This is an optimization exercise on Yosys and OpenROAD, whose aim is small area and a short achievable clock period, not a production implementation. In this exercise RTL edits were held to simulation tests only and were not proved equivalent to the original.

==> job 7842 <==
==> flow/design.v <==
module ivsyn_arb (
    input  wire        clk,
    input  wire        rst_n,           
    input  wire [7:0]  waitlim,         
    input  wire        preempt_en,
    input  wire        freeze,
    input  wire        upd_valid,
    input  wire [3:0]  upd_id,
    input  wire        upd_leave,
    input  wire [63:0] upd_deadline,
    input  wire [15:0] req,
    input  wire        close_write,
    output wire        gnt_valid,
    output wire [3:0]  gnt_id,
    output wire [63:0] gnt_deadline,
    output wire [7:0]  gnt_wait,
    output wire        gnt_open,
    output wire        open_valid,
    output wire [3:0]  open_id,
    output wire [4:0]  streams
);
    localparam N = 16;
    function lt64;
        input [63:0] a, b;
        integer q;
        reg r;
        begin
            r = 1'b0;
            for (q = 0; q < 64; q = q + 1)
                r = (a[q] ^ b[q]) ? b[q] : r;
            lt64 = r;
        end
    endfunction
    function ge8;
        input [7:0] a, b;
        integer q;
        reg r;
        begin
            r = 1'b1;
            for (q = 0; q < 8; q = q + 1)
                r = (a[q] & ~b[q]) | (a[q] & r) | (~b[q] & r);
            ge8 = r;
        end
    endfunction
    reg  [N-1:0] act;                   
    reg  [63:0]  dl   [0:N-1];          
    reg  [63:0]  pd;
    reg  [3:0]   pid;
    reg          pv;
    reg  [N-1:0] mlt [0:N-1];           
    reg  [N-1:0] meq [0:N-1];           
    reg  [N-1:0] win_r;                 
    reg          gv_r;                  
    reg  [N-1:0] reqv_r;                
    reg          wopen_r;               
    reg          lv_r;                  
    reg  [3:0]   lid_r;                 
    reg  [7:0]   wcnt [0:N-1];
    reg          opn;
    reg  [3:0]   opn_id;
    reg  [3:0]   opn_cnt;
    wire [N-1:0] lvdec = lv_r ? (16'd1 << lid_r) : 16'd0;
    reg  [7:0]   w [0:N-1];             
    reg  [3:0]   win_id;
    reg  [63:0]  win_dl;
    reg  [7:0]   win_w;
    reg          same;                  
    reg          o_v;
    reg  [3:0]   o_id, o_cnt;
    integer i, j;
    always @* begin
        for (i = 0; i < N; i = i + 1) begin
            if (lvdec[i] || (reqv_r[i] && win_r[i]))
                w[i] = 8'd0;
            else if (reqv_r[i] && wcnt[i] != 8'd255)
                w[i] = wcnt[i] + 8'd1;
            else
                w[i] = wcnt[i];
        end
        win_id = 4'd0;
        win_dl = 64'd0;
        win_w  = 8'd0;
        for (i = 0; i < N; i = i + 1) begin
            win_id = win_id | (win_r[i] ? i[3:0] : 4'd0);
            win_dl = win_dl | (win_r[i] ? dl[i] : 64'd0);
            win_w  = win_w  | (win_r[i] ? wcnt[i] : 8'd0);
        end
        same = wopen_r && (win_id == opn_id);
        if (gv_r && !same) begin
            o_id  = win_id;
            o_cnt = 4'd0;
            o_v   = 1'b1;
        end else begin
            o_id  = opn_id;
            o_cnt = gv_r ? opn_cnt + 4'd1 : opn_cnt;
            o_v   = gv_r ? (opn_cnt != 4'd14) : wopen_r;
        end
        if (lv_r && lid_r == o_id)
            o_v = 1'b0;
    end
    assign gnt_valid    = gv_r;
    assign gnt_id       = win_id;
    assign gnt_deadline = win_dl;
    assign gnt_wait     = win_w;
    assign gnt_open     = ~same;
    assign open_valid   = o_v;
    assign open_id      = o_id;
    reg [4:0] nstreams;
    always @* begin
        nstreams = 5'd0;
        for (i = 0; i < N; i = i + 1)
            nstreams = nstreams + {4'd0, act[i]};
    end
    assign streams = nstreams;
    wire [N-1:0] pdec = pv ? (16'd1 << pid) : 16'd0;
    reg  [N-1:0] c_lt, c_eq;            
    always @* begin
        for (i = 0; i < N; i = i + 1) begin
            c_lt[i] = lt64(pd, dl[i]);
            c_eq[i] = pd == dl[i];
        end
    end
    reg  [N-1:0] lt_e [0:N-1];
    reg  [N-1:0] eq_e [0:N-1];
    reg  [N-1:0] beat [0:N-1];          
    always @* begin
        for (i = 0; i < N; i = i + 1)
            for (j = 0; j < N; j = j + 1) begin
                lt_e[i][j] = 1'b0;
                eq_e[i][j] = 1'b0;
                beat[i][j] = 1'b0;
            end
        for (i = 0; i < N; i = i + 1)
            for (j = i + 1; j < N; j = j + 1) begin
                if (pdec[i]) begin
                    lt_e[i][j] = c_lt[j];
                    eq_e[i][j] = c_eq[j];
                end else if (pdec[j]) begin
                    lt_e[i][j] = ~c_lt[i] & ~c_eq[i];
                    eq_e[i][j] = c_eq[i];
                end else begin
                    lt_e[i][j] = mlt[i][j];
                    eq_e[i][j] = meq[i][j];
                end
                beat[i][j] = lt_e[i][j] | (eq_e[i][j] & ge8(w[i], w[j]));
                beat[j][i] = ~beat[i][j];
            end
    end
    wire [N-1:0] reqv  = freeze ? {N{1'b0}} : (req & act);
    wire         wopen = o_v & ~close_write & ~freeze;
    wire [N-1:0] odec  = 16'd1 << o_id;
    reg  [N-1:0] at_lim, pool, best, win;
    reg          keep;
    always @* begin
        for (i = 0; i < N; i = i + 1)
            at_lim[i] = reqv[i] && (waitlim != 8'd0) && ge8(w[i], waitlim);
        pool = (|at_lim) ? at_lim : reqv;
        for (i = 0; i < N; i = i + 1) begin
            best[i] = pool[i];
            for (j = 0; j < N; j = j + 1)
                if (j != i)
                    best[i] = best[i] & (~pool[j] | beat[i][j]);
        end
        keep = wopen && !preempt_en && (|(reqv & odec));
        win  = keep ? odec : best;
    end
    always @(posedge clk) begin
        for (i = 0; i < N; i = i + 1)
            if (pdec[i])
                dl[i] <= pd;
        pd  <= upd_deadline;
        pid <= upd_id;
        pv  <= upd_valid & ~upd_leave;
        for (i = 0; i < N; i = i + 1)
            for (j = i + 1; j < N; j = j + 1) begin
                mlt[i][j] <= lt_e[i][j];
                meq[i][j] <= eq_e[i][j];
            end
        win_r <= win;
        lid_r <= upd_id;
        for (i = 0; i < N; i = i + 1)
            wcnt[i] <= w[i];
        opn_id  <= o_id;
        opn_cnt <= o_cnt;
        if (!rst_n) begin
            act     <= {N{1'b0}};
            gv_r    <= 1'b0;
            reqv_r  <= {N{1'b0}};
            wopen_r <= 1'b0;
            lv_r    <= 1'b0;
            opn     <= 1'b0;
            opn_id  <= 4'd0;
            for (i = 0; i < N; i = i + 1)
                wcnt[i] <= 8'd0;
        end else begin
            gv_r    <= |reqv;
            reqv_r  <= reqv;
            wopen_r <= wopen;
            lv_r    <= upd_valid & upd_leave;
            opn     <= o_v;
            if (upd_valid)
                act[upd_id] <= ~upd_leave;
        end
    end
endmodule
==> flow/flow/run.sh <==
#!/bin/bash
# Layout flow: the standard synthesis, then the combinational logic is mapped
# again by ABC for area (registers are kept as they are, same cells and
# names), then the standard ORFS flow from that netlist.
set -euo pipefail
W=$PWD
LIB=$FLOW_HOME/platforms/$FLOW_PLATFORM/lib/sky130_fd_sc_hd__tt_025C_1v80.lib
R=$W/orfs/results/$FLOW_PLATFORM/ivsyn_arb/base

# 1. standard synthesis
bash standard.sh synth > $W/std_synth.log 2>&1
cp $R/1_2_yosys.v $W/std_net.v

# 2. area remap of the logic between the registers
sed -e "s|@LIB@|$LIB|g" -e "s|@IN@|$W/std_net.v|g" -e "s|@OUT@|$W/remap_net.v|g" \
    -e "s|@TOP@|$FLOW_TOP|g" $W/flow/remap.ys > $W/remap_run.ys
yosys -l $W/remap.log -s $W/remap_run.ys > /dev/null 2>&1

# 3. the standard flow from the remapped netlist
rm -rf $W/orfs
bash standard.sh SYNTH_NETLIST_FILES=$W/remap_net.v finish > $W/layout.log 2>&1
==> flow/flow/remap.ys <==
read_liberty -ignore_miss_func -ignore_miss_dir @LIB@
blackbox =sky130_fd_sc_hd__*df* =sky130_fd_sc_hd__*dl* =sky130_fd_sc_hd__*lat*
read_verilog @IN@
hierarchy -top @TOP@
flatten
hierarchy -top @TOP@
opt_clean -purge
opt -fast
abc -liberty @LIB@ -script +strash;dch,-f;map,-a;topo
opt_clean -purge
hilomap -singleton -hicell sky130_fd_sc_hd__conb_1 HI -locell sky130_fd_sc_hd__conb_1 LO
setundef -zero
opt_clean -purge
stat -liberty @LIB@
write_verilog -noattr -noexpr @OUT@
==> flow/standard.sh <==
#!/bin/bash
# synth_recipe.tcl (not shown) runs the flow's synth.tcl, then flattens the netlist and writes it again
# the make line also repeats each setting of config.mk as NAME=value (left out here)
make -C /OpenROAD-flow-scripts/flow DESIGN_CONFIG=/design/flow/config.mk WORK_HOME=/design/flow/orfs CLKGATE_MAP_FILE= SYNTH_SCRIPT=/design/flow/synth_recipe.tcl "${@:-finish}"
==> flow/config.mk <==
export PLATFORM = sky130hd
export DESIGN_NAME = ivsyn_arb
export DESIGN_NICKNAME = ivsyn_arb
export VERILOG_FILES = /design/flow/design.v
export SDC_FILE = /design/flow/constraint.sdc
export NUM_CORES = 4
export LEC_CHECK = 0
export CAP_MARGIN = 20
export CORE_MARGIN = 2
export CORE_UTILIZATION = 50
export SLEW_MARGIN = 20
==> flow/constraint.sdc <==
create_clock -name core_clock -period 70.0 [get_ports {clk}]
set_input_delay 14.0000 -clock core_clock [delete_from_list [all_inputs] [get_ports {clk}]]
set_output_delay 14.0000 -clock core_clock [all_outputs]
set_load 0.01 [all_outputs]
==> job 7655: changes against job 7842 <==
--- a/flow/design.v
+++ b/flow/design.v
@@ -85,7 +85,7 @@
             win_dl = win_dl | (win_r[i] ? dl[i] : 64'd0);
             win_w  = win_w  | (win_r[i] ? wcnt[i] : 8'd0);
         end
-        same = wopen_r && (win_id == opn_id);
+        same = wopen_r && (|(win_r & (16'd1 << opn_id)));
         if (gv_r && !same) begin
             o_id  = win_id;
             o_cnt = 4'd0;
@@ -95,7 +95,7 @@
             o_cnt = gv_r ? opn_cnt + 4'd1 : opn_cnt;
             o_v   = gv_r ? (opn_cnt != 4'd14) : wopen_r;
         end
-        if (lv_r && lid_r == o_id)
+        if ((gv_r && !same) ? (|(win_r & lvdec)) : (lv_r && lid_r == opn_id))
             o_v = 1'b0;
     end
     assign gnt_valid    = gv_r;
@@ -105,13 +105,8 @@
     assign gnt_open     = ~same;
     assign open_valid   = o_v;
     assign open_id      = o_id;
-    reg [4:0] nstreams;
-    always @* begin
-        nstreams = 5'd0;
-        for (i = 0; i < N; i = i + 1)
-            nstreams = nstreams + {4'd0, act[i]};
-    end
-    assign streams = nstreams;
+    reg  [4:0]   nstr;
+    assign streams = nstr;
     wire [N-1:0] pdec = pv ? (16'd1 << pid) : 16'd0;
     reg  [N-1:0] c_lt, c_eq;            
     always @* begin
@@ -184,6 +179,7 @@
         opn_cnt <= o_cnt;
         if (!rst_n) begin
             act     <= {N{1'b0}};
+            nstr    <= 5'd0;
             gv_r    <= 1'b0;
             reqv_r  <= {N{1'b0}};
             wopen_r <= 1'b0;
@@ -198,8 +194,13 @@
             wopen_r <= wopen;
             lv_r    <= upd_valid & upd_leave;
             opn     <= o_v;
-            if (upd_valid)
+            if (upd_valid) begin
                 act[upd_id] <= ~upd_leave;
+                if (!upd_leave && !act[upd_id])
+                    nstr <= nstr + 5'd1;
+                else if (upd_leave && act[upd_id])
+                    nstr <= nstr - 5'd1;
+            end
         end
     end
 endmodule
==> flow/run.sh (new file) <==
#!/bin/bash
# synth_recipe.tcl (not shown) runs the flow's synth.tcl, then flattens the netlist and writes it again
# the make line also repeats each setting of config.mk as NAME=value (left out here)
make -C /OpenROAD-flow-scripts/flow DESIGN_CONFIG=/design/flow/config.mk WORK_HOME=/design/flow/orfs CLKGATE_MAP_FILE= SYNTH_SCRIPT=/design/flow/synth_recipe.tcl finish
ABC_AREA = 1   (was not set)
CAP_MARGIN = 30   (was 20)
CORE_UTILIZATION = 30   (was 50)
SETUP_SLACK_MARGIN = 5   (was not set)
SLEW_MARGIN = 30   (was 20)
TNS_END_PERCENT = 0   (was not set)
removed: flow/flow/run.sh
removed: flow/flow/remap.ys
removed: flow/standard.sh
==> Implementation_results.wiki <==
{| class="wikitable"
! Metric !! Value
|-
| Netlist area before placement || between 0.08 and 0.09 mm2
|-
| Die extent in y || between 400 and 500 um
|-
| Last stage the flow got to || 5_1_grt
|-
| Status || did not finish
|-
| Pin count of the biggest net entering global routing || between 90 and 100
|-
| Cell area after placement || roughly 0.095 mm2
|-
| Number of global-route vias before repair || around 110k
|-
| Instance count after placement with tap cells included || about 13k
|-
| First error in the log || [ERROR GRT-0116] Global routing finished with congestion. Check the congestion regions in the DRC Viewer.
|}
# the run above: job 7842

==> Implementation_results.wiki <==
{| class="wikitable"
! Metric !! Value
|-
| Worst-case hold slack || 0.503 ns
|-
| Parity-gate share of the synthesized area counting xor and xnor cells || 0.00301
|-
| Die extent in y || between 500 and 600 um
|-
| Status || finished clean
|-
| Pin count of the biggest net entering global routing || between 80 and 90
|-
| Number of global-route vias before repair || approximately 110k
|-
| Cell area after placement || between 0.1 and 0.15 mm2
|}
# the run above: job 7655

re-timing with driven ports:
How much do the figures lean on ideal ports? The routed layout below was timed once more, with nothing changed but the port constraints. Step 1 assumes that a clkbuf_16 drives the clock port and a buf_2 every other input. Step 2 times the ports against the registers' clock, not the clock port: input delays grow and output delays shrink by t, the midpoint of the rising clock arrivals with the driver on. Three values: no drivers, after step 1, after step 2; two values: the first two.
run: job 7655
t (ns): 1.086
setup slack, ns: 49.619 / 49.495 / 49.520
hold WS [ns]: 0.503 / 0.503 / 0.503
slew at the worst register clock pin (ns): 0.08 / 0.08
worst slew at a driven data input, ns: 0.25
After both steps job 7655 still meets setup and hold. The setup slack of job 7655 moves by -0.124 ns with the drivers and by -0.099 ns with both steps.
